Context: an optimization exercise on an open-source flow, tuned for small area. The choices shown serve that exercise and are no tape-out recipe. At most, simulation tests tie the RTL to the original design; equivalence was not proved. For run 1, only the layout was checked, not whether the RTL still works. Power figures rest on the tool's default switching activity, not on a simulated workload.

==> flow/design.v <==
module drover (
    input  logic        clk,
    input  logic        rst,             
    input  logic [6:0]  cfg_last,
    input  logic [6:0]  cfg_wrap_top,
    input  logic [6:0]  cfg_wrap_bottom,
    input  logic [5:0]  cfg_drive_count,   
    input  logic [3:0]  cfg_fix_count,     
    input  logic [2:0]  cfg_cue_count,     
    input  logic [5:0]  cfg_sense_count,   
    input  logic [3:0]  cfg_cue_pat1,
    input  logic [3:0]  cfg_cue_pat2,
    input  logic [3:0]  cfg_cue_pat3,
    input  logic [3:0]  cfg_dwell_n,
    input  logic        cfg_in_dir,
    input  logic        cfg_out_dir,
    input  logic [5:0]  cfg_in_frame,      
    input  logic [5:0]  cfg_out_frame,     
    input  logic        cfg_autopush,
    input  logic        cfg_autopull,
    input  logic [3:0]  cfg_frame,
    input  logic [15:0] cfg_edge_arm,      
    input  logic        cfg_bad_safe,
    input  logic [17:0] cfg_xpre,
    input  logic [17:0] cfg_ypre,
    input  logic [17:0] cfg_tper,
    input  logic [1:0]  ctrl,
    input  logic        wr_en,
    input  logic [2:0]  wr_word,
    input  logic [17:0] wr_data,
    input  logic [2:0]  rd_word,
    input  logic        rd_sched,
    output logic [17:0] rd_data,
    output logic [6:0]  imem_addr,
    input  logic [17:0] imem_data,
    input  logic [31:0] sense,
    input  logic        test_pin,
    output logic [31:0] drive_lvl,
    output logic [31:0] drive_oe,
    output logic [7:0]  fix_lvl,
    output logic [7:0]  fix_oe,
    output logic [3:0]  cue_lvl,
    output logic [3:0]  cue_oe,
    output logic        safe,
    output logic [1:0]  state,
    output logic [3:0]  cause,
    output logic [7:0]  flags,
    output logic [17:0] rx_overrun
);
    localparam logic [1:0] S_OFF = 2'd0, S_RUN = 2'd1, S_STOPPED = 2'd2, S_FAULT = 2'd3;
    localparam logic [1:0] Q_GOOD = 2'b00, Q_HELD = 2'b01, Q_FORCED = 2'b10, Q_BAD = 2'b11;
    logic [1:0]  st_q;
    logic [3:0]  cause_q;
    logic [6:0]  pc_q;
    logic [17:0] x_q, y_q, t_q, cnt_q;
    logic [17:0] xpre_q, ypre_q;
    logic [17:0] tpm1_q;             
    logic [35:0] sin_q, sout_q;
    logic [5:0]  sin_fill_q, sout_left_q;
    logic [3:0]  dwell_q;
    logic [17:0] txd0_q, txd1_q;
    logic        txnew_q;
    logic [1:0]  txq_q;
    logic [15:0] rxd0_q, rxd1_q;
    logic [1:0]  rxq_q;
    logic        rx_unread_q;
    logic [17:0] overrun_q;
    logic [15:0] emode_q;
    logic [7:0]  eflag_q, last_q;
    logic        override_q;
    logic [31:0] drive_lvl_q, drive_oe_q;
    logic [7:0]  fix_lvl_q, fix_oe_q;
    logic [3:0]  cue_q;
    logic [7:0]  flags_q;
    logic [31:0] sense_mask, drive_mask;
    logic [7:0]  fix_mask, edge_mask;
    logic [3:0]  cue_mask;
    always_comb begin
        for (int i = 0; i < 32; i++) sense_mask[i] = (cfg_sense_count > i);
        for (int i = 0; i < 32; i++) drive_mask[i] = (cfg_drive_count > i);
        for (int i = 0; i < 8; i++)  fix_mask[i]   = (cfg_fix_count > i);
        for (int i = 0; i < 4; i++)  cue_mask[i]   = (cfg_cue_count > i);
        edge_mask = sense_mask[7:0];
    end
    logic [3:0]  op;
    logic [1:0]  cue_sel;
    logic        dwell_bit;
    logic [10:0] args;
    logic [5:0]  n;
    logic [2:0]  dst;                 
    logic [3:0]  brc;                 
    assign op        = imem_data[17:14];
    assign cue_sel   = imem_data[13:12];
    assign dwell_bit = imem_data[11];
    assign args      = imem_data[10:0];
    assign n         = args[5:0];
    assign dst       = args[10:8];
    assign brc       = args[10:7];
    logic is_br, is_hold, is_shin, is_shout, is_latch, is_take, is_copy, is_put,
          is_step, is_edge, is_flag, is_halt, is_undef;
    always_comb begin
        is_br    = (op == 4'h0);
        is_hold  = (op == 4'h1);
        is_shin  = (op == 4'h2);
        is_shout = (op == 4'h3);
        is_latch = (op == 4'h4);
        is_take  = (op == 4'h5);
        is_copy  = (op == 4'h6);
        is_put   = (op == 4'h7);
        is_step  = (op == 4'h8);
        is_edge  = (op == 4'h9);
        is_flag  = (op == 4'hA);
        is_halt  = (op == 4'hB);
        is_undef = op[3] & op[2];
    end
    logic restart, run_cmd, run_now;
    logic wr_tx0, wr_tx1, wr_xpre, wr_ypre, wr_tper, wr_eclr;
    assign restart = (ctrl == 2'd3);
    assign run_cmd = (ctrl == 2'd2) && (st_q == S_STOPPED);
    assign run_now = restart || run_cmd || (st_q == S_RUN);
    assign wr_tx0  = wr_en && wr_word == 3'd0;
    assign wr_tx1  = wr_en && wr_word == 3'd1;
    assign wr_xpre = wr_en && wr_word == 3'd2 && !wr_data[16];
    assign wr_ypre = wr_en && wr_word == 3'd3 && !wr_data[16];
    assign wr_tper = wr_en && wr_word == 3'd4 && !wr_data[16];
    assign wr_eclr = wr_en && wr_word == 3'd6 && !wr_data[16];
    logic [17:0] x_r, y_r, t_r, xpre_w, ypre_w, tpm1_w, txd0_w, txd1_w;
    logic [35:0] sin_r, sout_r;
    logic [5:0]  fill_r, left_r;
    logic [6:0]  pc_r;
    logic [3:0]  dwell_r;
    logic [15:0] emode_r;
    logic        txnew_r, unread_r;
    logic [7:0]  eflag_r;
    logic [17:0] dec_in, dec_out;
    logic [18:0] dec_b;
    assign dec_in   = rst ? cfg_tper : {2'b00, wr_data[15:0]};
    assign dec_b[0] = 1'b1;
    for (genvar i = 0; i < 18; i++) begin : g_dec
        assign dec_b[i+1]  = dec_b[i] & ~dec_in[i];
        assign dec_out[i]  = (dec_in[i] ^ dec_b[i]) & ~dec_b[18];
    end
    logic [17:0] xpre_r, ypre_r;
    assign xpre_r  = rst ? cfg_xpre : xpre_q;
    assign ypre_r  = rst ? cfg_ypre : ypre_q;
    assign x_r     = (restart || rst) ? xpre_r : x_q;
    assign y_r     = (restart || rst) ? ypre_r : y_q;
    assign t_r     = restart ? tpm1_q : t_q;
    assign sin_r   = restart ? 36'd0 : sin_q;
    assign sout_r  = restart ? 36'd0 : sout_q;
    assign fill_r  = restart ? 6'd0 : sin_fill_q;
    assign left_r  = restart ? 6'd0 : sout_left_q;
    assign pc_r    = restart ? 7'd0 : pc_q;
    assign dwell_r = restart ? 4'd0 : dwell_q;
    assign emode_r = restart ? cfg_edge_arm : emode_q;
    assign xpre_w  = (wr_xpre && !rst) ? {2'b00, wr_data[15:0]} : xpre_r;
    assign ypre_w  = (wr_ypre && !rst) ? {2'b00, wr_data[15:0]} : ypre_r;
    assign tpm1_w  = wr_tper ? dec_out : tpm1_q;
    assign txd0_w  = wr_tx0 ? wr_data : txd0_q;
    assign txd1_w  = wr_tx1 ? wr_data : txd1_q;
    assign txnew_r = txnew_q | wr_tx0 | wr_tx1;
    assign unread_r = rx_unread_q & ~(rd_sched && rd_word == 3'd0);
    logic [7:0] eflag_e;      
    always_comb begin
        eflag_r = (restart ? 8'd0 : eflag_q) & ~(wr_eclr ? wr_data[7:0] : 8'd0);
        eflag_e = eflag_r;
        if (run_now)
            for (int i = 0; i < 8; i++)
                if (edge_mask[i] &&
                    ((emode_r[2*i]   && !last_q[i] &&  sense[i]) ||
                     (emode_r[2*i+1] &&  last_q[i] && !sense[i])))
                    eflag_e[i] = 1'b1;
    end
    logic idle0, exec, fault_op;
    assign idle0    = run_now && dwell_r == 4'd0;
    assign exec     = idle0 && !is_undef;
    assign fault_op = idle0 && is_undef;
    logic [2:0]  ssel;
    logic [35:0] src;
    logic [2:0]  sel3;
    logic [1:0]  rsel;
    logic [17:0] areg;
    assign sel3 = is_shin ? dst : args[5:3];
    always_comb begin
        if (is_step)     rsel = args[10:9];
        else if (is_br)  rsel = {1'b0, brc == 4'd3 || brc == 4'd4};
        else case (sel3)
            3'd1: rsel = 2'd0;
            3'd2: rsel = 2'd1;
            3'd5: rsel = 2'd2;
            default: rsel = 2'd3;
        endcase
        case (rsel)
            2'd0: areg = x_r;
            2'd1: areg = y_r;
            2'd2: areg = t_r;
            default: areg = cnt_q;
        endcase
    end
    assign ssel = is_hold ? 3'd0 : is_shout ? 3'd4 : sel3;
    always_comb begin
        case (ssel)
            3'd0: src = {4'd0, sense & sense_mask};
            3'd1, 3'd2, 3'd5: src = {18'd0, areg};
            3'd3: src = is_shin ? 36'd0 : sin_r;
            3'd4: src = is_shin ? {36{1'b1}} : sout_r;
            3'd6: src = is_shin ? {28'd0, eflag_e} : {18'd0, xpre_w};
            default: src = is_shin ? {18'd0, areg} : {18'd0, ypre_w};
        endcase
    end
    logic [35:0] m;                   
    logic        right;               
    logic [35:0] rev_src, rin, rot;
    logic [5:0]  k;
    logic sel_rev;
    logic [35:0] sel_sin, sel_src;
    assign right   = is_shin ? cfg_in_dir : cfg_out_dir;
    assign sel_rev = is_copy || is_hold;
    for (genvar i = 0; i < 36; i++) begin : g_rin
        assign m[i]       = (n > i);
        assign rev_src[i] = src[35-i];
        assign sel_sin[i] = is_shin && !(right && m[i]);
        assign sel_src[i] = !sel_rev && !sel_sin[i] && !(is_shout && right && m[i]);
        assign rin[i]     = (sel_rev && rev_src[i]) | (sel_sin[i] && sin_r[i]) | (sel_src[i] && src[i]);
    end
    always_comb begin
        if (is_hold) begin
            k = n;                        
        end else if (is_copy) begin
            if (dst == 3'd3 || dst == 3'd4)      k = 6'd0;
            else if (dst == 3'd0 || dst == 3'd6) k = cfg_drive_count;
            else                                 k = 6'd18;
        end else begin
            k = right ? 6'd36 - n : n;
        end
    end
    logic [35:0] r1, r2, r4, r8, r16;
    assign r1  = k[0] ? {rin[34:0], rin[35]}    : rin;
    assign r2  = k[1] ? {r1[33:0],  r1[35:34]}  : r1;
    assign r4  = k[2] ? {r2[31:0],  r2[35:32]}  : r2;
    assign r8  = k[3] ? {r4[27:0],  r4[35:28]}  : r4;
    assign r16 = k[4] ? {r8[19:0],  r8[35:20]}  : r8;
    assign rot = k[5] ? {r16[3:0],  r16[35:4]}  : r16;
    logic [35:0] neg_src;
    logic [36:0] neg_any;
    logic [6:0] neg_blk;
    assign neg_blk[0] = 1'b0;
    for (genvar b = 0; b < 6; b++) begin : g_negb
        assign neg_blk[b+1] = neg_blk[b] | (|src[6*b +: 6]);
        assign neg_any[6*b] = neg_blk[b];
        for (genvar j = 1; j < 6; j++) begin : g_bit
            assign neg_any[6*b+j] = neg_any[6*b+j-1] | src[6*b+j-1];
        end
    end
    assign neg_any[36] = neg_blk[6];
    for (genvar i = 0; i < 36; i++) begin : g_neg
        assign neg_src[i] = src[i] ^ neg_any[i];
    end
    logic [17:0] add_a, add_b, sum;
    logic [18:0] add_c;
    logic        add_co, sum_zero;
    always_comb begin
        add_a = areg;
        if (is_step) begin
            add_b = {{9{args[8]}}, args[8:0]};
        end else begin
            case (brc)
                4'd1, 4'd3: add_b = 18'd0;
                4'd2, 4'd4: add_b = {18{1'b1}};
                default:    add_b = ~y_r;
            endcase
        end
    end
    logic [17:0] add_p, add_g;
    logic [2:0]  blk_p;
    assign add_p = add_a ^ add_b;
    assign add_g = add_a & add_b;
    assign add_c[0] = !is_step && (brc == 4'd5 || brc == 4'd15);
    for (genvar b = 0; b < 3; b++) begin : g_addb
        logic [6:0] c;
        assign c[0] = add_c[6*b];
        for (genvar j = 0; j < 6; j++) begin : g_bit
            assign sum[6*b+j] = add_p[6*b+j] ^ c[j];
            assign c[j+1]     = add_g[6*b+j] | (add_p[6*b+j] & c[j]);
            if (j > 0) assign add_c[6*b+j] = c[j];
        end
        assign blk_p[b]      = &add_p[6*b +: 6];
        assign add_c[6*b+6]  = blk_p[b] ? add_c[6*b] : c[6];
    end
    assign add_co   = add_c[18];
    assign sum_zero = (sum == 18'd0);
    logic [6:0] fill_sum;
    logic [5:0] fill_after, left_after;
    logic       fill_ge, left_zero;
    always_comb begin
        fill_sum = {1'b0, fill_r} + {1'b0, n};
        if (exec && is_shin)
            fill_after = (fill_sum >= 7'd36) ? 6'd36 : fill_sum[5:0];
        else if (exec && is_copy && dst == 3'd3)
            fill_after = 6'd36;
        else
            fill_after = fill_r;
        if (exec && is_shout)
            left_after = (left_r > n) ? left_r - n : 6'd0;
        else if (exec && is_copy && dst == 3'd4)
            left_after = cfg_out_frame;
        else
            left_after = left_r;
        fill_ge   = (fill_after >= cfg_in_frame);
        if (exec && is_shout)
            left_zero = (left_r <= n);
        else if (exec && is_copy && dst == 3'd4)
            left_zero = (cfg_out_frame == 6'd0);
        else
            left_zero = (left_r == 6'd0);
    end
    logic t_zero, cond, hold_v, hold_ok, shout_fault, ok, done, jump;
    logic [6:0] jump_pc;
    logic [18:0] tb;
    logic [17:0] t_dec;
    assign tb[0] = 1'b1;
    for (genvar i = 0; i < 18; i++) begin : g_tdec
        assign tb[i+1]  = tb[i] & ~t_r[i];
        assign t_dec[i] = t_r[i] ^ tb[i];
    end
    assign t_zero = tb[18];
    always_comb begin
        case (brc)
            4'd0:  cond = 1'b1;
            4'd1, 4'd3, 4'd5: cond = sum_zero;
            4'd2, 4'd4: cond = !sum_zero;
            4'd6:  cond = test_pin;
            4'd7:  cond = !test_pin;
            4'd8:  cond = fill_ge;
            4'd9:  cond = left_zero;
            4'd10: cond = eflag_e[0];
            4'd11: cond = eflag_e[1];
            4'd12: cond = t_zero;
            4'd13: cond = (txq_q == Q_BAD);
            4'd14: cond = txnew_r;
            default: cond = !add_co;
        endcase
        case (dst)
            3'd0: hold_v = rot[35];
            3'd1: hold_v = test_pin;
            3'd2: hold_v = eflag_e[args[2:0]];
            3'd3: hold_v = t_zero;
            3'd4: hold_v = flags_q[args[2:0]];
            3'd5: hold_v = fill_ge;
            3'd6: hold_v = left_zero;
            default: hold_v = 1'b0;
        endcase
        hold_ok     = (hold_v == args[7]);
        shout_fault = is_shout && dst == 3'd6 && (shout_v[6:0] > cfg_last);
        ok          = exec && !shout_fault;
        done        = ok && !(is_hold && !hold_ok);
        jump        = (is_br && cond) || (is_shout && dst == 3'd6);
        jump_pc     = is_br ? args[6:0] : shout_v[6:0];
    end
    logic [17:0] wbr;
    logic [35:0] wb, shout_v, shout_rest, use_src, use_rot;
    logic        use_inv, use_neg, use_imm, use_sum;
    assign use_inv = is_copy && args[7:6] == 2'd1;
    assign use_neg = is_copy && args[7:6] == 2'd3;
    assign use_imm = is_put;
    assign use_sum = is_step || is_br;
    for (genvar i = 0; i < 36; i++) begin : g_wb
        assign use_src[i] = (is_shin && !cfg_in_dir && m[i]) || (is_shout && cfg_out_dir && m[i]) ||
                            (is_copy && args[7:6] == 2'd0);
        assign use_rot[i] = (is_shin && !(!cfg_in_dir && m[i])) || (is_shout && !cfg_out_dir && m[i]) ||
                            (is_copy && args[7:6] == 2'd2);
        assign shout_v[i]    = m[i] && (cfg_out_dir ? src[i] : rot[i]);
        assign shout_rest[i] = rot[i] && !(!cfg_out_dir && m[i]);
        assign wb[i] = (src[i] ? use_src[i] : use_inv) | (rot[i] & use_rot[i]) | (neg_src[i] & use_neg);
        if (i < 8)
            assign wbr[i] = wb[i] | (args[i] & use_imm) | (sum[i] & use_sum);
        else if (i < 18)
            assign wbr[i] = wb[i] | (sum[i] & use_sum);
    end
    logic x_we, y_we, t_we, cnt_we, sin_we, sout_sh, sout_cp, dl_we, doe_we;
    always_comb begin
        x_we   = exec && ((is_step && args[10:9] == 2'd0) || (is_br && brc == 4'd2) ||
                        ((is_shout || is_copy || is_put) && dst == 3'd1));
        y_we   = exec && ((is_step && args[10:9] == 2'd1) || (is_br && brc == 4'd4) ||
                        ((is_shout || is_copy || is_put) && dst == 3'd2));
        t_we   = exec && ((is_step && args[10:9] == 2'd2) || ((is_shout || is_copy) && dst == 3'd5) ||
                        (is_put && dst == 3'd4));
        cnt_we = exec && ((is_step && args[10:9] == 2'd3) || ((is_shout || is_copy) && dst == 3'd7) ||
                        (is_put && dst == 3'd5));
        sin_we  = exec && (is_shin || (is_copy && dst == 3'd3));
        sout_sh = exec && is_shout && !shout_fault;
        sout_cp = exec && is_copy && dst == 3'd4;
        dl_we   = exec && (is_shout || is_copy) && dst == 3'd0;
        doe_we  = exec && ((is_shout && dst == 3'd4) || (is_copy && dst == 3'd6));
    end
    logic [31:0] dmask;
    assign dmask = drive_mask & (is_shout ? m[31:0] : 32'hFFFF_FFFF);
    logic [18:0] ovr_c;
    logic [17:0] ovr_inc;
    assign ovr_c[0] = 1'b1;
    for (genvar i = 0; i < 18; i++) begin : g_ovr
        assign ovr_c[i+1] = ovr_c[i] & overrun_q[i];
        assign ovr_inc[i] = overrun_q[i] ^ (ovr_c[i] & ~ovr_c[18]);
    end
    logic        latch_en, latch_exp, latch_clr, take_en;
    logic [35:0] sin_after;
    logic [31:0] edata;
    logic [1:0]  worst;
    always_comb begin
        sin_after = sin_we ? wb : sin_r;
        latch_en  = ok && (is_latch || (cfg_autopush && fill_ge));
        latch_exp = latch_en && !(is_latch && args[8]);
        latch_clr = latch_en && !(is_latch && args[7]);
        edata     = cfg_in_dir ? sin_after[35:4] : sin_after[31:0];
        take_en   = ok && (is_take ? !(args[10] && !txnew_r)
                                   : (cfg_autopull && left_zero && txnew_r));
        worst[0]  = txd0_w[16] | txd1_w[16];
        worst[1]  = (txd0_w[17:16] == Q_BAD) || (txd1_w[17:16] == Q_BAD) ||
                    (!txd0_w[16] && !txd1_w[16] && (txd0_w[17] || txd1_w[17]));
    end
    logic [1:0]  st_d;
    logic [3:0]  cause_d;
    logic [6:0]  pc_d;
    logic [17:0] t_d;
    logic [3:0]  dwell_d;
    logic [7:0]  eflag_clr, flags_d;
    logic [15:0] emode_d;
    always_comb begin
        st_d    = (restart || run_cmd) ? S_RUN : st_q;
        cause_d = (restart || run_cmd) ? 4'd0 : cause_q;
        if (fault_op) begin
            st_d = S_FAULT;  cause_d = {2'b10, op[1:0]};
        end else if (exec && shout_fault) begin
            st_d = S_FAULT;  cause_d = 4'd4;
        end else if (done && is_halt) begin
            st_d = S_STOPPED;  cause_d = 4'd1;
        end
        if (ctrl == 2'd1 && st_q == S_RUN && !fault_op && !(exec && shout_fault)) begin
            st_d = S_STOPPED;  cause_d = 4'd2;
        end
        if (done)
            pc_d = jump ? jump_pc : (pc_r == cfg_wrap_top) ? cfg_wrap_bottom : pc_r + 7'd1;
        else
            pc_d = pc_r;
        if (run_now && dwell_r != 4'd0)
            dwell_d = dwell_r - 4'd1;
        else if (done && dwell_bit)
            dwell_d = cfg_dwell_n;
        else
            dwell_d = dwell_r;
        if (t_we)
            t_d = wbr;
        else if (t_zero)
            t_d = tpm1_w;
        else
            t_d = t_dec;
        eflag_clr = 8'd0;
        emode_d   = emode_r;
        if (exec && is_br && cond && brc == 4'd10) eflag_clr[0] = 1'b1;
        if (exec && is_br && cond && brc == 4'd11) eflag_clr[1] = 1'b1;
        if (exec && is_hold && hold_ok && args[7] && dst == 3'd2) eflag_clr[args[2:0]] = 1'b1;
        if (exec && is_edge)
            for (int i = 0; i < 8; i++)
                if (args[i]) begin
                    if (dst == 3'd0 || dst == 3'd2 || dst == 3'd3 || dst == 3'd4)
                        eflag_clr[i] = 1'b1;
                    if (dst == 3'd1 || dst == 3'd2 || dst == 3'd3 || dst == 3'd4)
                        emode_d[2*i +: 2] = dst[1:0] - 2'd1;
                end
        flags_d = flags_q;
        if (exec && is_flag && args[10:9] != 2'd3)
            flags_d[args[2:0]] = (args[10:9] == 2'd0) ? 1'b1 :
                                 (args[10:9] == 2'd1) ? 1'b0 : ~flags_q[args[2:0]];
        if (exec && is_hold && hold_ok && args[7] && dst == 3'd4)
            flags_d[args[2:0]] = 1'b0;
    end
    always_ff @(posedge clk) begin
        x_q    <= (x_we && !rst) ? wbr : x_r;
        y_q    <= (y_we && !rst) ? wbr : y_r;
        xpre_q <= xpre_w;
        ypre_q <= ypre_w;
    end
    always_ff @(posedge clk) begin
        if (rst) begin
            st_q <= S_RUN;         cause_q <= 4'd0;        pc_q <= 7'd0;
            cnt_q <= 18'd0;
            t_q <= dec_out;
            tpm1_q <= dec_out;
            sin_q <= 36'd0;        sout_q <= 36'd0;
            sin_fill_q <= 6'd0;    sout_left_q <= 6'd0;
            dwell_q <= 4'd0;
            txd0_q <= 18'd0;       txd1_q <= 18'd0;        txnew_q <= 1'b0;    txq_q <= Q_GOOD;
            rxd0_q <= 16'd0;       rxd1_q <= 16'd0;        rxq_q <= Q_BAD;
            rx_unread_q <= 1'b0;   overrun_q <= 18'd0;
            emode_q <= cfg_edge_arm;  eflag_q <= 8'd0;     last_q <= 8'd0;
            override_q <= 1'b0;
            drive_lvl_q <= 32'd0;  drive_oe_q <= 32'd0;
            fix_lvl_q <= 8'd0;     fix_oe_q <= 8'd0;
            cue_q <= cfg_cue_pat1; flags_q <= 8'd0;
        end else begin
            st_q    <= st_d;
            cause_q <= cause_d;
            pc_q    <= pc_d;
            t_q     <= t_d;
            cnt_q   <= cnt_we ? wbr : cnt_q;
            tpm1_q  <= tpm1_w;
            sin_q      <= latch_clr ? 36'd0 : sin_after;
            sin_fill_q <= latch_clr ? 6'd0 : fill_after;
            sout_q     <= take_en ? (cfg_out_dir ? {cfg_frame, txd1_w[15:0], txd0_w[15:0]}
                                                 : {txd1_w[15:0], txd0_w[15:0], cfg_frame})
                        : sout_sh ? shout_rest
                        : sout_cp ? wb
                        : sout_r;
            sout_left_q <= take_en ? cfg_out_frame : shout_fault ? left_r : left_after;
            dwell_q    <= dwell_d;
            txd0_q  <= txd0_w;
            txd1_q  <= txd1_w;
            txnew_q <= take_en ? 1'b0 : txnew_r;
            if (take_en) begin
                txq_q <= worst;
                if (worst == Q_BAD) begin
                    if (cfg_bad_safe) override_q <= 1'b1;
                end else begin
                    override_q <= 1'b0;
                end
            end
            if (latch_exp) begin
                rxd0_q <= edata[15:0];
                rxd1_q <= edata[31:16];
                rxq_q  <= (is_latch ? args[10:9] : 2'd0);
                if (unread_r) overrun_q <= ovr_inc;
            end
            rx_unread_q <= latch_exp ? 1'b1 : unread_r;
            emode_q <= exec && is_edge ? emode_d : emode_r;
            eflag_q <= eflag_e & ~eflag_clr;
            for (int i = 0; i < 8; i++)
                if (run_now && edge_mask[i]) last_q[i] <= sense[i];
            if (dl_we)  drive_lvl_q <= (drive_lvl_q & ~dmask) | (wb[31:0] & dmask);
            if (doe_we) drive_oe_q  <= (drive_oe_q & ~dmask)  | (wb[31:0] & dmask);
            if (exec && is_put && dst == 3'd0) fix_lvl_q <= (fix_lvl_q & ~fix_mask) | (args[7:0] & fix_mask);
            if (exec && is_put && dst == 3'd3) fix_oe_q  <= (fix_oe_q & ~fix_mask)  | (args[7:0] & fix_mask);
            if (ok && cue_sel != 2'd0)
                cue_q <= (cue_sel == 2'd1) ? cfg_cue_pat1 : (cue_sel == 2'd2) ? cfg_cue_pat2 : cfg_cue_pat3;
            flags_q <= flags_d;
        end
    end
    logic [1:0] q_reg, q_rx;
    always_comb begin
        if (st_q == S_FAULT) begin
            q_reg = Q_BAD;  q_rx = Q_BAD;
        end else if (st_q == S_RUN) begin
            q_reg = Q_GOOD;
            if (rxq_q == Q_BAD)                     q_rx = Q_BAD;
            else if (rxq_q == Q_HELD || !rx_unread_q) q_rx = Q_HELD;
            else                                    q_rx = rxq_q;
        end else begin
            q_reg = Q_HELD;
            q_rx  = (rxq_q == Q_BAD) ? Q_BAD : Q_HELD;
        end
        case (rd_word)
            3'd0: rd_data = {q_rx, rxd0_q};
            3'd1: rd_data = {q_rx, rxd1_q};
            3'd2: rd_data = {q_reg, x_q[15:0]};
            3'd3: rd_data = {q_reg, y_q[15:0]};
            3'd4: rd_data = {q_reg, t_q[15:0]};
            3'd5: rd_data = {Q_GOOD, st_q, pc_q, txq_q, txnew_q, rx_unread_q, override_q, 2'b00};
            3'd6: rd_data = {q_reg, last_q, eflag_q};
            default: rd_data = {q_reg, cnt_q[15:0]};
        endcase
    end
    assign imem_addr  = pc_q;
    assign drive_lvl  = drive_lvl_q;
    assign drive_oe   = drive_oe_q;
    assign fix_lvl    = fix_lvl_q;
    assign fix_oe     = fix_oe_q;
    assign cue_oe     = (st_q == S_RUN || st_q == S_STOPPED) ? cue_mask : 4'd0;
    assign cue_lvl    = cue_q & cue_oe;
    assign safe       = (st_q == S_FAULT) || override_q;
    assign state      = st_q;
    assign cause      = cause_q;
    assign flags      = flags_q;
    assign rx_overrun = overrun_q;
endmodule
==> flow/flow/run.sh <==
#!/bin/bash
# The standard layout (standard.sh), with two changes:
#  - synthesis maps the logic with an area-oriented ABC script
#    (flow/abc_area.script) in place of ORFS's; the registers are the
#    standard synthesis's, and flow/regnames.py gives the few that the
#    standard synthesis names by number (those that drive ports) the same
#    names, pairing them by the net they drive;
#  - the port buffers are the smallest buffer, buf_1.
# Each tool's output goes to a log of its own in this folder.
set -euo pipefail
R="$PWD/orfs/results/$FLOW_PLATFORM/drover/base"

# 1. the standard synthesis, kept for its register names
bash standard.sh synth > synth_standard.log 2>&1
cp "$R/1_2_yosys.v" standard_1_2_yosys.v

# 2. the same synthesis with the area-oriented ABC script
rm -rf synth_scripts
cp -r "$FLOW_HOME/scripts" synth_scripts
cp flow/abc_area.script synth_scripts/abc_area.script
rm -f "$R/1_2_yosys.v" "$R/1_2_yosys.sdc" "$R/1_synth.odb" "$R/1_synth.sdc"
bash standard.sh SCRIPTS_DIR="$PWD/synth_scripts" synth > synth_area.log 2>&1
cp "$R/1_2_yosys.v" area_1_2_yosys.v

# 3. the standard synthesis's register names; if the registers cannot be
#    paired, lay out the standard synthesis instead
if python3 flow/regnames.py standard_1_2_yosys.v area_1_2_yosys.v named_1_2_yosys.v > regnames.log 2>&1; then
  cp named_1_2_yosys.v "$R/1_2_yosys.v"
else
  cp standard_1_2_yosys.v "$R/1_2_yosys.v"
fi
touch "$R/1_2_yosys.v"

# 4. the rest of the standard layout
bash standard.sh BUFFER_PORTS_ARGS="-buffer_cell sky130_fd_sc_hd__buf_1" > layout.log 2>&1
==> flow/flow/abc_area.script <==
strash
&get -n
&fraig -x
&put
scorr
dc2
strash
&get -n
&deepsyn -T 60
&put
dch -f
amap
topo
stime -c
==> flow/flow/regnames.py <==
#!/usr/bin/env python3
"""Give the registers of an alternative synthesis netlist the names the
standard synthesis gave them, pairing each register by the net its Q drives.

usage: regnames.py STANDARD.v MINE.v OUT.v
Exits non-zero if the two netlists' registers cannot be paired one to one
with the same cell types.
"""
import re, sys

CELL = re.compile(r'^(\s*)(sky130_fd_sc_hd__\w+)\s+(\S+)\s*\(\s*$')

def cells(lines):
    """yield (line index, type, name, {pin: net}) for each cell instance"""
    i = 0
    while i < len(lines):
        m = CELL.match(lines[i])
        if m:
            pins = {}
            j = i + 1
            while not lines[j].strip().startswith(');'):
                pm = re.match(r'\s*\.(\w+)\((.*)\),?\s*$', lines[j])
                if pm:
                    pins[pm.group(1)] = pm.group(2).strip()
                j += 1
            yield i, m.group(2), m.group(3), pins
            i = j
        i += 1

def is_ff(t):
    return 'df' in t.split('__')[1]

std = open(sys.argv[1]).read().split('\n')
mine = open(sys.argv[2]).read().split('\n')

std_ff = {}
for _, t, n, p in cells(std):
    if is_ff(t):
        std_ff[p['Q']] = (t, n)
mine_cells = list(cells(mine))
mine_ff = {p['Q']: (i, t, n) for i, t, n, p in mine_cells if is_ff(t)}

if set(std_ff) != set(mine_ff):
    sys.exit('register Q nets differ: %d standard, %d mine' % (len(std_ff), len(mine_ff)))
for q, (t, n) in std_ff.items():
    if mine_ff[q][1] != t:
        sys.exit('register on %s: type %s, standard %s' % (q, mine_ff[q][1], t))

def set_name(i, old, new):
    m = CELL.match(mine[i])
    assert m.group(3) == old
    mine[i] = '%s%s %s (' % (m.group(1), m.group(2), new)

targets = {n for t, n in std_ff.values()}
used = {n for _, _, n, _ in mine_cells}
k = 0
# move other cells off the names the registers need
for i, t, n, p in mine_cells:
    if n in targets and not (is_ff(t) and std_ff[p['Q']][1] == n):
        while True:
            k += 1
            fresh = '_rn%d_' % k
            if fresh not in used and fresh not in targets:
                break
        set_name(i, n, fresh)
        used.add(fresh)
renamed = 0
for q, (i, t, n) in mine_ff.items():
    want = std_ff[q][1]
    if n != want:
        m = CELL.match(mine[i])
        set_name(i, m.group(3), want)
        renamed += 1
open(sys.argv[3], 'w').write('\n'.join(mine))
print('paired %d registers, renamed %d' % (len(std_ff), renamed))
==> flow/standard.sh <==
#!/bin/bash
# synth_recipe.tcl (not shown) runs the flow's synth.tcl, then flattens the netlist and writes it again
# the make line also repeats each setting of config.mk as NAME=value (left out here)
make -C /OpenROAD-flow-scripts/flow DESIGN_CONFIG=/design/flow/config.mk WORK_HOME=/design/flow/orfs CLKGATE_MAP_FILE= SYNTH_SCRIPT=/design/flow/synth_recipe.tcl "${@:-finish}"
==> flow/config.mk <==
export PLATFORM = sky130hd
export DESIGN_NAME = drover
export DESIGN_NICKNAME = drover
export VERILOG_FILES = /design/flow/design.v
export SDC_FILE = /design/flow/constraint.sdc
export NUM_CORES = 4
export LEC_CHECK = 0
export ABC_AREA = 1
export CAP_MARGIN = 20
export CORE_MARGIN = 2
export CORE_UTILIZATION = 35
export CTS_BUF_LIST = sky130_fd_sc_hd__clkbuf_4
export PLACE_DENSITY = 0.55
export SETUP_SLACK_MARGIN = 0.3
export SLEW_MARGIN = 20
==> flow/constraint.sdc <==
create_clock -name core_clock -period 12.0 [get_ports {clk}]
set_input_delay 2.4000 -clock core_clock [delete_from_list [all_inputs] [get_ports {clk}]]
set_output_delay 2.4000 -clock core_clock [all_outputs]
set_load 0.01 [all_outputs]
==> flow_metrics.py, run 1 <==
metrics = {
    "sta": {
        "maxSlewHeadroom": 0.171,
        "max_freq_mhz": 81.9,
        "drv_slew": 0,
        "hold_violations": 0,
        "postLayoutSetupSlackWorst_ps": -217,
        "timing_worst_slew_pin_value_ps": 1240,
        "fin_skew_ps": 122,
        "timing.setup.tns_ps": -914,
        "fin_crit_sh": 1.02,
        "setup-violations-final": 8,
        "rsz_0062_raised_after_global_routing": "true",
        "finalWorstPathRequiredPeriod_ps": 12220,
    },
    "layout": {
        "multi_input_area_mm2": 0.0186,
        "fin_area_mm2": 0.0374,
        "layout_area_overhead_pct": 29.8,
        "seq_area_mm2": 0.00893,
        "number_of_fill_cells_in_the_layout": 8649,
        "final_layout_size_suffix_gt1_frac": 0.157,
        "num-nets-final": 5176,
        "fin_cells": 5974,
    },
    "setup_path": {
        "path_class": "primary input to register",
        "cp_max_fo": 6,
        "critical_path_required_ps": 12860,
        "rr_startpoint": "ypre_q[0]",
        "setup.worst_path.end_class": "register",
        "critPathSlowestCell": "sky130_fd_sc_hd__fa_1",
        "crit_cells": 50,
        "worst-path-buf-inv": 9,
        "max_stage_delay_ps": 460,
        "regToRegSetupSlack_ps": 1970,
        "worstPathArrival_ps": 13080,
        "path_delay_family": "adder cells",
        "critPathMostFrequentCell": "sky130_fd_sc_hd__fa_2",
        "critical_path.reg2reg.endpoint": "pc_q[4]",
        "reg2reg_depth": 41,
        "worstSetupStartpointType": "primary input",
    },
    "pwr": {
        "cellPowerDensity_mw_per_mm2": 134,
        "total_power_mw": 5.03,
        "power_leakage_nw": 13.6,
        "pwr-share-seq": 0.329,
        "cell_internal_power_dissipation_mw": 2.98,
        "total_switching_power_mw": 2.04,
        "worst_ir_drop_vdd_uv": 79.8,
        "share_comb_of_total_power": 0.367,
        "power_switching_share": 0.407,
        "share_clk_of_total_power": 0.304,
    },
    "outcome": {
        "result_of_the_run": "complete, but fails checks",
        "so_faults": "negative setup slack",
    },
    "global_routing": {
        "grt_start_max_net_pins": 49,
        "grt_usage": 0.400,
        "globalRoute.totalOverflow": 0,
        "grt_antenna_before_repair": 8,
        "grt_pass1_vias": 34900,
        "grt_first_pass_wirelength_um": 247000,
    },
    "floorplan": {
        "die-height_um": 291,
        "ioPinCount": 374,
        "coreArea_mm2": 0.0817,
        "die_w_um": 291,
        "initial_util": 0.352,
        "dieArea_mm2": 0.0846,
        "floorplan.rows": 105,
    },
    "yosys": {
        "synth_flop_cell": "sky130_fd_sc_hd__dfxtp_1",
        "mappedNetlistNets": 4230,
        "ys_seq_elements": 444,
        "post_synth_num_cell_types": 55,
        "yosys_warnings": 1,
        "synth-seq-area-share": 0.310,
        "async_flop_share": 0,
        "post_synth_inst_count": 3862,
        "avg_inst_size_synth_um2": 7.46,
        "synth.cell_area_mm2": 0.0288,
        "synth-edff-count": 4,
    },
    "routing": {
        "drt_first_pass_iters": 9,
        "avgViaCountPerCell": 6.34,
        "drtIter0Drc": 5502,
        "detail_route.wl_per_cell_um": 29.5,
        "routed-via-count": 37900,
        "drt.antenna.violating_nets": 0,
        "sum_of_routed_wire_length_over_all_layers_um": 176000,
        "drt_drc_violations_left": 0,
    },
    "clocking": {
        "clock_tree_from_tritoncts": "built",
        "clock_tree.buffer_depth": 3,
        "clock-sinks": 444,
        "numCtsBuffers": 130,
        "cts-root-buf": "sky130_fd_sc_hd__clkbuf_4",
        "htree_num_levels": 4,
        "clock_insertion_delay_worst_skew_ps": 1080,
        "path_clk_slew_ps": 70,
        "cts_hold_repair.buffers": 0,
    },
    "placement": {
        "io_buffers": 373,
        "place_hpwl_um": 142000,
        "place_worst_setup_slack_ps": -1530,
        "dpl-instance-area_mm2": 0.0351,
        "routabilityCongestion": 1.06,
        "post-place-cells": 5710,
    },
    "hold_path": {
        "worstHoldPathType": "register to register",
        "timing.hold.worst.start": "cause_q[0]",
        "hold_path_end": "cause_q[0]",
        "hold_crit_depth": 2,
    },
    "flow_run": {
        "drv_cap": 0,
    },
}
## per-stage QoR
| stage | hold slack [ps] | util |
|---|---|---|
| detailed placement | 456 | 0.430 |
| global route | 483 | 0.457 |
| floorplan | 432 | - |
| CTS | 467 | 0.454 |
| finish | 472 | 0.457 |
| global placement | 455 | 0.430 |
## worst min-delay path: cells and delay by family, from the launching register on
kind / cells / cell delay (ps)
compound gates: 1 / 50
flops: 1 / 320
simple gates: 1 / 60
## metal layers
metal | track usage | vias to the layer above | wire length (µm)
met5 | 0 | - | 80
met4 | 0.204 | 6 | 10500
met3 | 0.107 | 557 | 21400
met2 | 0.596 | 2682 | 73800
met1 | 0.528 | 17900 | 70500
li1 | - | 16700 | -
## cell families (layout without fill, tap and decap cells)
logic type,count (synthesis),in the layout,share of synthesized area
buffers and inverters,494,1528,0.0644
AO/OA/AOI/OAI,1598,1598,0.379
other,0,8,0
AND/OR/NAND/NOR,1186,1186,0.181
adder cells (fa/ha/maj),140,140,0.0661
flip-flops,444,444,0.310
## worst max path at each step
| stage | from | to | slack [ps] |
|---|---|---|---|
| after detailed placement | imem_data[9] | pc_q[4] | -1530 |
| after global routing | imem_data[14] | pc_q[2] | -480 |
| final | imem_data[14] | pc_q[4] | -220 |
| after global placement | imem_data[17] | pc_q[3] | -1460 |
| after CTS | imem_data[16] | overrun_q[14] | 40 |
| after floorplan | imem_data[17] | pc_q[2] | -730 |
## layout by cell type, fill, tap and decap left out, types with 43 or more instances in the layout
cell | Yosys | final
sky130_fd_sc_hd__a221oi_1 | 64 | 58
sky130_fd_sc_hd__buf_1 | 0 | 367
sky130_fd_sc_hd__clkinv_1 | 494 | 492
sky130_fd_sc_hd__a22oi_1 | 52 | 51
sky130_fd_sc_hd__dfxtp_1 | 440 | 440
sky130_fd_sc_hd__nor2b_1 | 48 | 46
sky130_fd_sc_hd__a211oi_1 | 52 | 51
sky130_fd_sc_hd__nand2_1 | 248 | 242
sky130_fd_sc_hd__nor3_1 | 97 | 88
sky130_fd_sc_hd__o22ai_1 | 269 | 263
sky130_fd_sc_hd__o211ai_1 | 47 | 47
sky130_fd_sc_hd__a21oi_1 | 213 | 209
sky130_fd_sc_hd__o221ai_1 | 133 | 127
sky130_fd_sc_hd__nor2_1 | 580 | 561
sky130_fd_sc_hd__buf_4 | 0 | 427
sky130_fd_sc_hd__clkbuf_4 | 0 | 186
sky130_fd_sc_hd__o22a_1 | 110 | 110
sky130_fd_sc_hd__nand3_1 | 43 | 43
sky130_fd_sc_hd__ha_1 | 120 | 120
sky130_fd_sc_hd__o21ai_0 | 377 | 360
sky130_fd_sc_hd__or2_0 | 56 | 55
## synth_stat cells, types with 4 or more instances
library cell                instances  area, µm²
sky130_fd_sc_hd__o221a_1           26        293
sky130_fd_sc_hd__nand3_1           43        215
sky130_fd_sc_hd__o211ai_1          47        353
sky130_fd_sc_hd__and3_1            10       62.6
sky130_fd_sc_hd__o2111ai_1         16        140
sky130_fd_sc_hd__a211oi_1          52        390
sky130_fd_sc_hd__nand4_1           12       75.1
sky130_fd_sc_hd__and2_0             4       25.0
sky130_fd_sc_hd__ha_1             120       1500
sky130_fd_sc_hd__o21ai_0          377       1890
sky130_fd_sc_hd__a21oi_1          213       1070
sky130_fd_sc_hd__or3_1             34        213
sky130_fd_sc_hd__or2_0             56        350
sky130_fd_sc_hd__nand2b_1           8       50.1
sky130_fd_sc_hd__a32oi_1           28        245
sky130_fd_sc_hd__fa_1              20        400
sky130_fd_sc_hd__edfxtp_1           4        120
sky130_fd_sc_hd__o221ai_1         133       1160
sky130_fd_sc_hd__o31ai_1            4       30.0
sky130_fd_sc_hd__a221oi_1          64        561
sky130_fd_sc_hd__nor4_1            28        175
sky130_fd_sc_hd__o21a_1            41        308
sky130_fd_sc_hd__o32ai_1           14        123
sky130_fd_sc_hd__a222oi_1          30        300
sky130_fd_sc_hd__nand2_1          248        931
sky130_fd_sc_hd__a21boi_0          12       90.1
sky130_fd_sc_hd__a22o_1             9       78.8
sky130_fd_sc_hd__o22a_1           110        963
sky130_fd_sc_hd__nor2_1           580       2180
sky130_fd_sc_hd__a2111oi_0         22        193
sky130_fd_sc_hd__o32a_1            10        100
sky130_fd_sc_hd__a22oi_1           52        390
sky130_fd_sc_hd__or4_1              8       60.1
sky130_fd_sc_hd__o22ai_1          269       1680
sky130_fd_sc_hd__clkinv_1         494       1850
sky130_fd_sc_hd__a31oi_1           33        206
sky130_fd_sc_hd__nor3_1            97        485
sky130_fd_sc_hd__a221o_1           19        190
sky130_fd_sc_hd__nor2b_1           48        300
sky130_fd_sc_hd__dfxtp_1          440       8810
## repair_timing
item                                    in CTS  in global routing
endpoints found under the setup margin       9                105
gates resized for setup                     33                 47
endpoints found under the hold margin        0                  0
setup buffers                               30                  6
pin swaps                                   12                 11
## area by class of cell
type | instances | area share
inverter | 494 | 0.0526
clock buffer | 185 | 0.0372
clock inverter | 35 | 0.00730
antenna | 8 | 0.000536
sequential | 444 | 0.239
multi-input combinational | 2924 | 0.497
timing repair buffer | 814 | 0.131
tap | 1070 | 0.0358
## power groups by stage
stage	clock network, mW	registers (mW)	logic [mW]
6_report	1.53	1.65	1.85
5_1_grt	1.62	1.65	1.93
4_1_cts	1.55	1.64	1.75
3_5_place_dp	0	1.68	1.72
3_3_place_gp	0	1.68	1.73
2_1_floorplan	0	1.64	0.886
==> run 2: changes to the inputs <==
--- a/flow/design.v
+++ b/flow/design.v
@@ -258,7 +258,7 @@
     end
     logic [17:0] add_a, add_b, sum;
     logic [18:0] add_c;
-    logic        add_co, sum_zero;
+    logic        add_co;
     always_comb begin
         add_a = areg;
         if (is_step) begin
@@ -272,23 +272,27 @@
         end
     end
     logic [17:0] add_p, add_g;
-    logic [2:0]  blk_p;
+    logic [2:0]  blk_p, blk_g;
     assign add_p = add_a ^ add_b;
     assign add_g = add_a & add_b;
     assign add_c[0] = !is_step && (brc == 4'd5 || brc == 4'd15);
     for (genvar b = 0; b < 3; b++) begin : g_addb
-        logic [6:0] c;
-        assign c[0] = add_c[6*b];
+        logic [6:0] c, gg;
+        assign c[0]  = add_c[6*b];
+        assign gg[0] = 1'b0;
         for (genvar j = 0; j < 6; j++) begin : g_bit
             assign sum[6*b+j] = add_p[6*b+j] ^ c[j];
             assign c[j+1]     = add_g[6*b+j] | (add_p[6*b+j] & c[j]);
+            assign gg[j+1]    = add_g[6*b+j] | (add_p[6*b+j] & gg[j]);
             if (j > 0) assign add_c[6*b+j] = c[j];
         end
-        assign blk_p[b]      = &add_p[6*b +: 6];
-        assign add_c[6*b+6]  = blk_p[b] ? add_c[6*b] : c[6];
+        assign blk_p[b]     = &add_p[6*b +: 6];
+        assign blk_g[b]     = gg[6];
+        assign add_c[6*b+6] = blk_g[b] | (blk_p[b] & add_c[6*b]);
     end
     assign add_co   = add_c[18];
-    assign sum_zero = (sum == 18'd0);
+    logic areg_hi0;
+    assign areg_hi0 = (areg[17:1] == 17'd0);
     logic [6:0] fill_sum;
     logic [5:0] fill_after, left_after;
     logic       fill_ge, left_zero;
@@ -327,8 +331,9 @@
     always_comb begin
         case (brc)
             4'd0:  cond = 1'b1;
-            4'd1, 4'd3, 4'd5: cond = sum_zero;
-            4'd2, 4'd4: cond = !sum_zero;
+            4'd1, 4'd3: cond = areg_hi0 && !areg[0];
+            4'd2, 4'd4: cond = !(areg_hi0 && areg[0]);
+            4'd5:  cond = &blk_p;
             4'd6:  cond = test_pin;
             4'd7:  cond = !test_pin;
             4'd8:  cond = fill_ge;
==> flow/flow/abc_area.script (replaced) <==
strash
&get -n
&fraig -x
&put
scorr
dc2
strash
&get -n
&dc2
&dch -f
&nf -R 1000
&st
&dch -f
&nf -R 1000
&put
topo
stime -c
--- a/flow/config.mk
+++ b/flow/config.mk
@@ -11,5 +11,4 @@
 export CORE_UTILIZATION = 35
 export CTS_BUF_LIST = sky130_fd_sc_hd__clkbuf_4
 export PLACE_DENSITY = 0.55
-export SETUP_SLACK_MARGIN = 0.3
 export SLEW_MARGIN = 20
==> flow_metrics.py, run 2 <==
metrics = {
    "yosys": {
        "post_synth_most_frequent_cells": "sky130_fd_sc_hd__nor2_1 (683), sky130_fd_sc_hd__a21oi_1 (555), sky130_fd_sc_hd__nand2_1 (520)",
        "async_flop_share": 0,
        "avg_inst_size_synth_um2": 7.27,
        "yosys_warnings": 1,
        "synth-seq-area-share": 0.286,
        "synth_largest_area_cell": "sky130_fd_sc_hd__dfxtp_1",
        "mappedNetlistNets": 4659,
        "post_synth_num_cell_types": 62,
        "synth.most_common_cell": "sky130_fd_sc_hd__nor2_1",
        "ys_seq_elements": 444,
        "synth_flop_cell": "sky130_fd_sc_hd__dfxtp_1",
        "ys_top_cells_by_area": "sky130_fd_sc_hd__dfxtp_1 (28%), sky130_fd_sc_hd__a21oi_1 (8.9%), sky130_fd_sc_hd__nor2_1 (8.2%), sky130_fd_sc_hd__mux2i_1 (7.0%), sky130_fd_sc_hd__o21ai_0 (6.9%)",
        "synth_largest_type_area_fraction": 0.282,
        "synth-edff-count": 4,
        "post_synth_inst_count": 4295,
        "synth.cell_area_mm2": 0.0312,
    },
    "setup_path": {
        "cp_max_fo": 24,
        "path_class": "primary input to register",
        "setup.worst_path.end_class": "register",
        "worstSetupStartpointType": "primary input",
        "regToRegSetupSlack_ps": 2620,
        "max_stage_delay_ps": 870,
        "reg2reg_depth": 44,
        "worstPathArrival_ps": 11530,
        "critical_path_required_ps": 12940,
        "critPathMostFrequentCell": "sky130_fd_sc_hd__a21oi_1",
        "critPathSlowestCell": "sky130_fd_sc_hd__o32ai_1",
        "rr_startpoint": "st_q[0]",
        "critical_path.reg2reg.endpoint": "overrun_q[14]",
    },
    "clocking": {
        "htree_num_levels": 4,
        "clock_tree_from_tritoncts": "built",
        "clock_tree.buffer_depth": 3,
        "post-cts-setup-buffers": 0,
        "clock-sinks": 444,
        "cts_hold_repair.buffers": 0,
        "path_clk_slew_ps": 60,
        "numCtsBuffers": 137,
        "clock_insertion_delay_worst_skew_ps": 1090,
        "post_cts.resized_instances": 0,
        "cts-root-buf": "sky130_fd_sc_hd__clkbuf_4",
    },
    "global_routing": {
        "grt_first_pass_wirelength_um": 276000,
        "grt_usage": 0.424,
        "met3_grt_util": 0.111,
        "busiest_layer": "met2",
        "grt_start_max_net_pins": 121,
        "globalRoute.totalOverflow": 0,
        "gr-usage-met2": 0.620,
        "grt_antenna_before_repair": 12,
        "grt_pass1_vias": 36100,
        "grtUsageMet1": 0.529,
    },
    "floorplan": {
        "die-height_um": 303,
        "die_w_um": 303,
        "dieArea_mm2": 0.0917,
        "floorplan.rows": 109,
        "initial_util": 0.353,
        "coreArea_mm2": 0.0884,
        "ioPinCount": 374,
    },
    "routing": {
        "avgViaCountPerCell": 6.29,
        "drtIter0Drc": 5055,
        "drt.antenna.violating_nets": 0,
        "routed-via-count": 40000,
        "drt_drc_violations_left": 0,
        "detail_route.wl_per_cell_um": 31.7,
        "drt_first_pass_iters": 8,
        "sum_of_routed_wire_length_over_all_layers_um": 201000,
    },
    "sta": {
        "hold_violations": 0,
        "rsz_0062_raised_after_global_routing": "false",
        "max_freq_mhz": 94.4,
        "finalWorstPathRequiredPeriod_ps": 10590,
        "fin_skew_ps": 112,
        "setup-violations-final": 0,
        "maxSlewHeadroom": 0.202,
        "fin_crit_sh": 0.883,
        "timing_worst_slew_pin_value_ps": 1180,
        "timing.hold.ws_ps": 451,
        "drv_slew": 0,
        "timing.setup.tns_ps": 0,
    },
    "placement": {
        "routabilityCongestion": 1.09,
        "io_buffers": 373,
        "place_hpwl_um": 159000,
    },
    "layout": {
        "most_common_cell_after_layout_fill_and_taps_aside": "sky130_fd_sc_hd__nor2_1",
        "final_layout_size_suffix_gt1_frac": 0.111,
        "num-nets-final": 5466,
        "layout_common_cells": "sky130_fd_sc_hd__nor2_1 (675), sky130_fd_sc_hd__a21oi_1 (548), sky130_fd_sc_hd__nand2_1 (516), sky130_fd_sc_hd__dfxtp_1 (440), sky130_fd_sc_hd__o21ai_0 (421)",
        "layout_area_overhead_pct": 23.5,
        "number_of_fill_cells_in_the_layout": 9475,
    },
    "hold_path": {
        "hold_crit_depth": 2,
        "worstHoldPathType": "register to register",
    },
    "pwr": {
        "cellPowerDensity_mw_per_mm2": 135,
        "cell_internal_power_dissipation_mw": 2.99,
        "share_comb_of_total_power": 0.387,
        "total_power_mw": 5.23,
        "power_switching_share": 0.427,
        "worst_ir_drop_vdd_uv": 87.8,
        "total_switching_power_mw": 2.23,
        "pwr-share-seq": 0.324,
        "share_clk_of_total_power": 0.290,
        "power_leakage_nw": 14.4,
    },
    "flow_run": {
        "drv_cap": 0,
    },
    "outcome": {
        "result_of_the_run": "timing/DRC/antenna clean",
    },
}
[run 2: cell types whose count changed in the layout (fill, tap and decap cells not counted), sizes merged, moves of 42 or more]
cell    change
clkinv    -387
a21oi     +342
mux2i     +217
a31oi      +51
o22a      -103
o22ai     -207
buf       -149
nand3      +60
o21ai      +55
nor3       +59
or2        -42
nand2     +272
nor2      +103
o221ai    -108
[run 2: cell type report]
cell class / count / area [µm²] / area share
flip-flops and latches: 444 / 8930 / 0.231
clock inverters: 24 / 170 / 0.00441
repair buffers: 668 / 3770 / 0.0978
well taps: 1165 / 1460 / 0.0378
inverters: 111 / 417 / 0.0108
clock buffers: 195 / 1460 / 0.0379
multi-input cells: 3740 / 22300 / 0.579
diodes: 14 / 35.0 / 0.000908
[run 2: worst max path at each step]
stage	startpoint	slack, ps	endpoint
2_1_floorplan	imem_data[14]	-410	overrun_q[14]
3_3_place_gp	imem_data[16]	620	overrun_q[14]
3_5_place_dp	imem_data[16]	600	overrun_q[14]
4_1_cts	imem_data[16]	1740	overrun_q[14]
5_1_grt	imem_data[15]	720	overrun_q[14]
6_report	imem_data[14]	1410	overrun_q[14]
[run 2: through the flow]
stage | cell area [µm²] | setup slack (ps) | instances | util
6_report | 38600 | 1410 | 6361 | 0.437
5_1_grt | 38600 | 716 | 6352 | 0.436
4_1_cts | 38500 | 1740 | 6346 | 0.436
3_5_place_dp | 36900 | 603 | 6127 | 0.417
3_3_place_gp | 36900 | 617 | 6126 | 0.417
2_1_floorplan | 31400 | -409 | 4295 | -
[run 2: power by group through the flow]
stage / clock network [mW] / registers [mW] / logic [mW]
floorplan: 0 / 1.68 / 1.01
global placement: 0 / 1.72 / 1.95
detailed placement: 0 / 1.72 / 1.94
CTS: 1.53 / 1.69 / 1.95
global route: 1.61 / 1.70 / 2.12
finish: 1.51 / 1.69 / 2.02
[run 2: metal layers]
layer  up-vias  share of wire
met1     19000           0.39
li1      17900              -
met3       581           0.10
met5         -        0.00070
met4        14          0.088
met2      2547           0.42
[run 2: worst max-delay path, delay by kind of cell]
family / cells / cell delay, ps
AND/OR/NAND/NOR: 20 / 3440
AO/OA/AOI/OAI: 16 / 3350
buffers and inverters: 4 / 1080
multiplexers: 3 / 790
adder cells (fa/ha/maj): 1 / 310
XOR/XNOR: 1 / 110
[run 2: cells by family (layout without fill, tap and decap cells)]
| logic type | Yosys count | after routing | synth area share |
|---|---|---|---|
| DFF | 444 | 444 | 0.286 |
| adders and majority gates | 136 | 136 | 0.0586 |
| muxes | 256 | 256 | 0.0836 |
| xor gates and xnor gates | 28 | 28 | 0.00785 |
| and+or+nand+nor | 1699 | 1699 | 0.235 |
| AOI/OAI and AO/OA | 1621 | 1621 | 0.316 |
| other | 0 | 14 | 0 |
| buffers and inverters | 111 | 998 | 0.0133 |
==> run 3: changes to the inputs <==
==> flow/flow/abc_area.script (replaced) <==
strash
&get -n
&fraig -x
&put
scorr
dc2
strash
&get -n
&deepsyn -T 60
&put
dch -f
amap
topo
stime -c
--- a/flow/config.mk
+++ b/flow/config.mk
@@ -11,4 +11,5 @@
 export CORE_UTILIZATION = 35
 export CTS_BUF_LIST = sky130_fd_sc_hd__clkbuf_4
 export PLACE_DENSITY = 0.55
+export SETUP_SLACK_MARGIN = 0.4
 export SLEW_MARGIN = 20
==> flow_metrics.py, run 3 <==
metrics = {
    "setup_path": {
        "critPathSlowestCell": "sky130_fd_sc_hd__a221oi_1",
        "cp_max_fo": 4,
        "path_class": "primary input to register",
        "worstSetupStartpointType": "primary input",
        "worstPathArrival_ps": 11920,
        "rr_startpoint": "st_q[1]",
        "cp-startpoint": "imem_data[14]",
        "worst-path-buf-inv": 14,
        "critical_path_required_ps": 12960,
        "path_delay_family": "compound AO/OA/AOI/OAI gates",
        "critPathMostFrequentCell": "sky130_fd_sc_hd__clkinv_1",
        "max_stage_delay_ps": 460,
        "setup.worst_path.end_class": "register",
    },
    "clocking": {
        "post_cts.resized_instances": 0,
        "cts-root-buf": "sky130_fd_sc_hd__clkbuf_4",
        "clock-sinks": 444,
        "numCtsBuffers": 131,
        "clock_tree.buffer_depth": 3,
        "clock_tree_from_tritoncts": "built",
        "path_clk_slew_ps": 60,
        "htree_num_levels": 4,
        "post-cts-setup-buffers": 0,
        "cts_hold_repair.buffers": 0,
        "clock_insertion_delay_worst_skew_ps": 1080,
    },
    "sta": {
        "max_freq_mhz": 91.3,
        "fin_skew_ps": 86.2,
        "hold_violations": 0,
        "timing_worst_slew_pin_value_ps": 1260,
        "setup-violations-final": 0,
        "fin_crit_sh": 0.913,
        "rsz_0062_raised_after_global_routing": "false",
        "maxSlewHeadroom": 0.153,
        "timing.hold.ws_ps": 469,
        "drv_slew": 0,
        "finalWorstPathRequiredPeriod_ps": 10960,
    },
    "floorplan": {
        "die-height_um": 291,
        "dieArea_mm2": 0.0849,
        "coreArea_mm2": 0.0818,
        "floorplan.rows": 105,
        "die_w_um": 291,
        "initial_util": 0.353,
        "ioPinCount": 374,
    },
    "routing": {
        "drt_drc_violations_left": 0,
        "sum_of_routed_wire_length_over_all_layers_um": 184000,
        "drt.antenna.violating_nets": 0,
        "routed-via-count": 37700,
        "detail_route.wl_per_cell_um": 30.5,
        "drtIter0Drc": 5145,
        "drt_first_pass_iters": 9,
        "avgViaCountPerCell": 6.27,
    },
    "yosys": {
        "synth-edff-count": 4,
        "synth_largest_type_area_fraction": 0.305,
        "synth.cell_area_mm2": 0.0289,
        "yosys_warnings": 1,
        "synth.most_common_cell": "sky130_fd_sc_hd__nor2_1",
        "post_synth_num_cell_types": 58,
        "async_flop_share": 0,
        "post_synth_most_frequent_cells": "sky130_fd_sc_hd__nor2_1 (646), sky130_fd_sc_hd__clkinv_1 (504), sky130_fd_sc_hd__o21ai_0 (441)",
        "avg_inst_size_synth_um2": 7.27,
        "mappedNetlistNets": 4336,
        "synth_flop_cell": "sky130_fd_sc_hd__dfxtp_1",
        "ys_top_cells_by_area": "sky130_fd_sc_hd__dfxtp_1 (30%), sky130_fd_sc_hd__nor2_1 (8.4%), sky130_fd_sc_hd__o21ai_0 (7.6%), sky130_fd_sc_hd__clkinv_1 (6.5%), sky130_fd_sc_hd__o22ai_1 (5.3%)",
        "synth_largest_area_cell": "sky130_fd_sc_hd__dfxtp_1",
        "synth-seq-area-share": 0.309,
        "post_synth_inst_count": 3972,
        "ys_seq_elements": 444,
    },
    "placement": {
        "io_buffers": 373,
        "routabilityCongestion": 1.06,
        "place_hpwl_um": 149000,
    },
    "global_routing": {
        "grt_start_max_net_pins": 62,
        "grt_usage": 0.416,
        "grt_antenna_before_repair": 12,
        "grt_pass1_vias": 35100,
        "globalRoute.totalOverflow": 0,
        "grt_first_pass_wirelength_um": 255000,
    },
    "layout": {
        "most_common_cell_after_layout_fill_and_taps_aside": "sky130_fd_sc_hd__nor2_1",
        "num-nets-final": 5204,
        "number_of_fill_cells_in_the_layout": 8770,
        "final_layout_size_suffix_gt1_frac": 0.124,
        "layout_common_cells": "sky130_fd_sc_hd__nor2_1 (639), sky130_fd_sc_hd__clkinv_1 (518), sky130_fd_sc_hd__dfxtp_1 (440), sky130_fd_sc_hd__o21ai_0 (432), sky130_fd_sc_hd__buf_1 (371)",
        "layout_area_overhead_pct": 26.1,
    },
    "pwr": {
        "total_power_mw": 5.07,
        "power_leakage_nw": 13.2,
        "cellPowerDensity_mw_per_mm2": 139,
        "worst_ir_drop_vdd_uv": 76.0,
    },
    "hold_path": {
        "timing.hold.worst.start": "emode_q[9]",
        "worstHoldPathType": "register to register",
    },
    "flow_run": {
        "drv_cap": 0,
    },
    "outcome": {
        "result_of_the_run": "timing/DRC/antenna clean",
    },
}
## run 3: cell types whose count changed after synthesis, moves of 51 or more
cell,delta
sky130_fd_sc_hd__a31oi_1,-52
sky130_fd_sc_hd__nand2_1,-311
sky130_fd_sc_hd__clkinv_1,+393
sky130_fd_sc_hd__o22ai_1,+185
sky130_fd_sc_hd__o221ai_1,+51
sky130_fd_sc_hd__mux2i_1,-217
sky130_fd_sc_hd__a21oi_1,-303
sky130_fd_sc_hd__o22a_1,+97
## run 3: worst register-to-register path, delay by kind of cell (launching register included)
family          cells  cell delay, ps
flops               1             870
compound gates     20            4260
fa+ha+maj           2             550
simple gates       14            2410
buf+inv             9            1470
## run 3: metrics by stage
| step | util | std cells | instance area, µm² | setup slack [ps] | TNS, ps |
|---|---|---|---|---|---|
| 2_1_floorplan | - | 3972 | 28900 | 411 | 0 |
| 3_3_place_gp | 0.423 | 5777 | 34600 | 84.0 | 0 |
| 3_5_place_dp | 0.423 | 5777 | 34600 | -73.0 | -73.0 |
| 4_1_cts | 0.444 | 5999 | 36300 | 934 | 0 |
| 5_1_grt | 0.445 | 6010 | 36400 | 387 | 0 |
| 6_report | 0.445 | 6012 | 36400 | 1040 | 0 |
## run 3: power breakdown
part           internal, mW  switching, mW
clock network         0.843          0.754
registers              1.57         0.0718
logic                 0.604           1.23
total                  3.01           2.06
## run 3: metal layers
layer / track usage / routed length [µm] / up-vias
li1: - / - / 16800
met2: 0.627 / 77800 / 2459
met5: 0 / 32 / -
met1: 0.527 / 72900 / 17800
met3: 0.0864 / 18400 / 570
met4: 0.295 / 14600 / 4
## run 3: final timing paths
path                   endpoint  cells after the start  slack [ps]
hold / removal       emode_q[9]                      2         470
setup reg to reg  overrun_q[14]                     45        2340
hold reg to reg      emode_q[9]                      2         470
setup / recovery  overrun_q[14]                     54        1040
## run 3: cell families (layout without fill, tap and decap cells)
kind of cell               count (synthesis)  in the layout  synth area share
AOI/OAI and AO/OA                       1604           1604             0.367
and+or+nand+nor                         1283           1283             0.195
buffers and inverters                    504           1461            0.0655
DFF                                      444            444             0.309
adders and majority gates                136            136            0.0633
xor gates and xnor gates                   1              1          0.000303
other                                      0             13                 0
## run 3: layout make-up
cell class	instances	area [µm²]	area share
clock inverter	35	317	0.00869
inverter	504	1900	0.0522
tap	1070	1340	0.0368
clock buffer	187	1400	0.0385
antenna	13	32.5	0.000893
timing repair buffer	735	4220	0.116
sequential	444	8930	0.245
multi-input combinational	3024	18300	0.502
==> run 4: changes to the inputs <==
==> flow/flow/abc_area.script (replaced) <==
strash
&get -n
&fraig -x
&put
scorr
dc2
strash
&get -n
&deepsyn -T 240
&put
dch -f
amap -F 20 -A 20
topo
stime -c
--- a/flow/config.mk
+++ b/flow/config.mk
@@ -8,8 +8,8 @@
 export ABC_AREA = 1
 export CAP_MARGIN = 20
 export CORE_MARGIN = 2
-export CORE_UTILIZATION = 35
+export CORE_UTILIZATION = 50
 export CTS_BUF_LIST = sky130_fd_sc_hd__clkbuf_4
-export PLACE_DENSITY = 0.55
+export PLACE_DENSITY = 0.7
 export SETUP_SLACK_MARGIN = 0.4
 export SLEW_MARGIN = 20
==> flow_metrics.py, run 4 <==
metrics = {
    "outcome": {
        "result_of_the_run": "timing/DRC/antenna clean",
    },
    "global_routing": {
        "grt_first_pass_wirelength_um": 237000,
        "grt_pass1_vias": 35100,
        "grt_usage": 0.560,
        "grt_start_max_net_pins": 62,
        "grt_antenna_before_repair": 23,
    },
    "sta": {
        "max_freq_mhz": 88.5,
        "hold_violations": 0,
        "fin_crit_sh": 0.941,
        "timing.setup.tns_ps": 0,
        "drv_slew": 0,
        "rsz_0062_raised_after_global_routing": "false",
        "fin_skew_ps": 130,
    },
    "floorplan": {
        "initial_util": 0.503,
        "die_w_um": 241,
        "die-height_um": 241,
        "ioPinCount": 374,
        "coreArea_mm2": 0.0561,
        "dieArea_mm2": 0.0583,
    },
    "setup_path": {
        "critical_path_required_ps": 12800,
        "path_class": "primary input to register",
        "worstSetupStartpointType": "primary input",
        "worstPathArrival_ps": 12100,
        "path_delay_family": "compound AO/OA/AOI/OAI gates",
        "critPathSlowestCell": "sky130_fd_sc_hd__o21ai_0",
        "critPathMostFrequentCell": "sky130_fd_sc_hd__clkinv_2",
        "reg2reg_depth": 59,
        "cp_max_fo": 6,
    },
    "pwr": {
        "cellPowerDensity_mw_per_mm2": 137,
        "power_switching_share": 0.417,
        "cell_internal_power_dissipation_mw": 2.87,
        "share_clk_of_total_power": 0.276,
        "pwr-share-seq": 0.335,
        "total_switching_power_mw": 2.05,
        "share_comb_of_total_power": 0.389,
    },
    "placement": {
        "place_hpwl_um": 134000,
        "routabilityCongestion": 1.18,
        "post-place-cells": 5295,
        "dpl-instance-area_mm2": 0.0342,
        "io_buffers": 373,
        "place_worst_setup_slack_ps": -214,
    },
    "clocking": {
        "path_clk_slew_ps": 70,
        "clock_insertion_delay_worst_skew_ps": 990,
        "cts-root-buf": "sky130_fd_sc_hd__clkbuf_4",
        "numCtsBuffers": 114,
        "htree_num_levels": 3,
        "clock-sinks": 444,
        "clock_tree.buffer_depth": 3,
    },
    "routing": {
        "sum_of_routed_wire_length_over_all_layers_um": 169000,
        "drtIter0Drc": 7695,
        "drt.antenna.violating_nets": 0,
        "routed-via-count": 38900,
        "drt_first_pass_iters": 14,
        "drt_drc_violations_left": 0,
    },
    "yosys": {
        "mappedNetlistNets": 4095,
        "synth.cell_area_mm2": 0.0282,
        "post_synth_num_cell_types": 54,
        "yosys_warnings": 1,
        "ys_seq_elements": 444,
        "post_synth_inst_count": 3731,
        "async_flop_share": 0,
        "synth_largest_area_cell": "sky130_fd_sc_hd__dfxtp_1",
        "avg_inst_size_synth_um2": 7.56,
    },
    "layout": {
        "fin_area_mm2": 0.0358,
        "num-nets-final": 5020,
        "layout_common_cells": "sky130_fd_sc_hd__clkinv_1 (560), sky130_fd_sc_hd__dfxtp_1 (440), sky130_fd_sc_hd__buf_4 (431), sky130_fd_sc_hd__o21ai_0 (406), sky130_fd_sc_hd__nor2_1 (391)",
        "fin_cells": 5505,
        "layout_area_overhead_pct": 27.1,
        "seq_area_mm2": 0.00893,
    },
    "flow_run": {
        "drv_cap": 0,
    },
    "hold_path": {
        "worstHoldPathType": "register to register",
    },
}
run 4: changes by cell type in the layout (fill, tap and decap cells not counted), moves of 19 or more:
cell                       delta
sky130_fd_sc_hd__a211oi_1    -59
sky130_fd_sc_hd__o21ai_0     -26
sky130_fd_sc_hd__a21oi_1     -65
sky130_fd_sc_hd__nor2b_1     -37
sky130_fd_sc_hd__nor3_1      -54
sky130_fd_sc_hd__o22a_1      -54
sky130_fd_sc_hd__clkinv_1    +42
sky130_fd_sc_hd__nor2_1     -248
sky130_fd_sc_hd__a222oi_1   +123
sky130_fd_sc_hd__buf_4       +77
sky130_fd_sc_hd__clkbuf_4    -19
sky130_fd_sc_hd__nand2_1     -21
sky130_fd_sc_hd__o22ai_1    +111
run 4: worst max-delay path by stage:
stage                     cells after the start            end  slack (ps)               start
final                                        59  overrun_q[14]         710  cfg_sense_count[5]
after global routing                         63  overrun_q[14]         420       imem_data[16]
after CTS                                    65  overrun_q[14]         710        imem_data[8]
after detailed placement                     66  overrun_q[14]        -210        imem_data[8]
after global placement                       65  overrun_q[14]         110        imem_data[8]
after floorplan                              54  overrun_q[14]       -1460       imem_data[17]
run 4: area by class of cell:
class / instances / share of cell area
Clock buffer: 168 / 0.0352
Timing Repair Buffer: 809 / 0.132
Inverter: 566 / 0.0605
Multi-Input combinational cell: 2721 / 0.491
Sequential cell: 444 / 0.249
Tap cell: 756 / 0.0264
Clock inverter: 24 / 0.00440
Antenna cell: 17 / 0.00119
run 4: through the flow:
| step | total power, mW | utilization | hold slack (ps) |
|---|---|---|---|
| 2_1_floorplan | 2.52 | - | 423 |
| 3_3_place_gp | 3.44 | 0.611 | 447 |
| 3_5_place_dp | 3.44 | 0.611 | 444 |
| 4_1_cts | 4.76 | 0.636 | 457 |
| 5_1_grt | 5.02 | 0.639 | 479 |
| 6_report | 4.92 | 0.639 | 459 |
run 4: repair_timing:
| action | CTS | global route |
|---|---|---|
| setup buffers | 0 | 1 |
| gates resized for setup | 0 | 26 |
| setup endpoints to repair | 0 | 6 |
run 4: power by group through the flow:
stage | registers, mW | logic [mW] | clock network [mW]
2_1_floorplan | 1.64 | 0.882 | 0
3_3_place_gp | 1.67 | 1.77 | 0
3_5_place_dp | 1.67 | 1.77 | 0
4_1_cts | 1.64 | 1.78 | 1.34
5_1_grt | 1.65 | 1.96 | 1.41
6_report | 1.65 | 1.91 | 1.36
run 4: layer usage:
metal | vias up | wire length [µm]
li1 | 16400 | -
met1 | 17800 | 56600
met2 | 3587 | 67200
met3 | 1107 | 26100
met4 | 18 | 19300
met5 | - | 171
run 4: cells by family (layout without fill, tap and decap cells):
kind of cell,count (synthesis),in the layout,share of synthesized area
AOI/OAI and AO/OA,1624,1624,0.391
buffers and inverters,566,1567,0.0753
adders and majority gates,136,136,0.0649
and+or+nand+nor,961,961,0.152
other,0,17,0
DFF,444,444,0.317
run 4: tightest hold or removal path, delay by kind of cell, from the launching register on:
| family | cells | cell delay, ps |
|---|---|---|
| AOI/OAI and AO/OA | 1 | 60 |
| and+or+nand+nor | 1 | 50 |
| DFF | 1 | 310 |

Check on run 4: ideal ports give 0.706 ns setup slack; a clkbuf_16 on the clock port and buf_2 on the inputs give 0.751 ns; moving port delays by the midpoint clock arrival (0.990 ns) as well gives -0.239 ns.
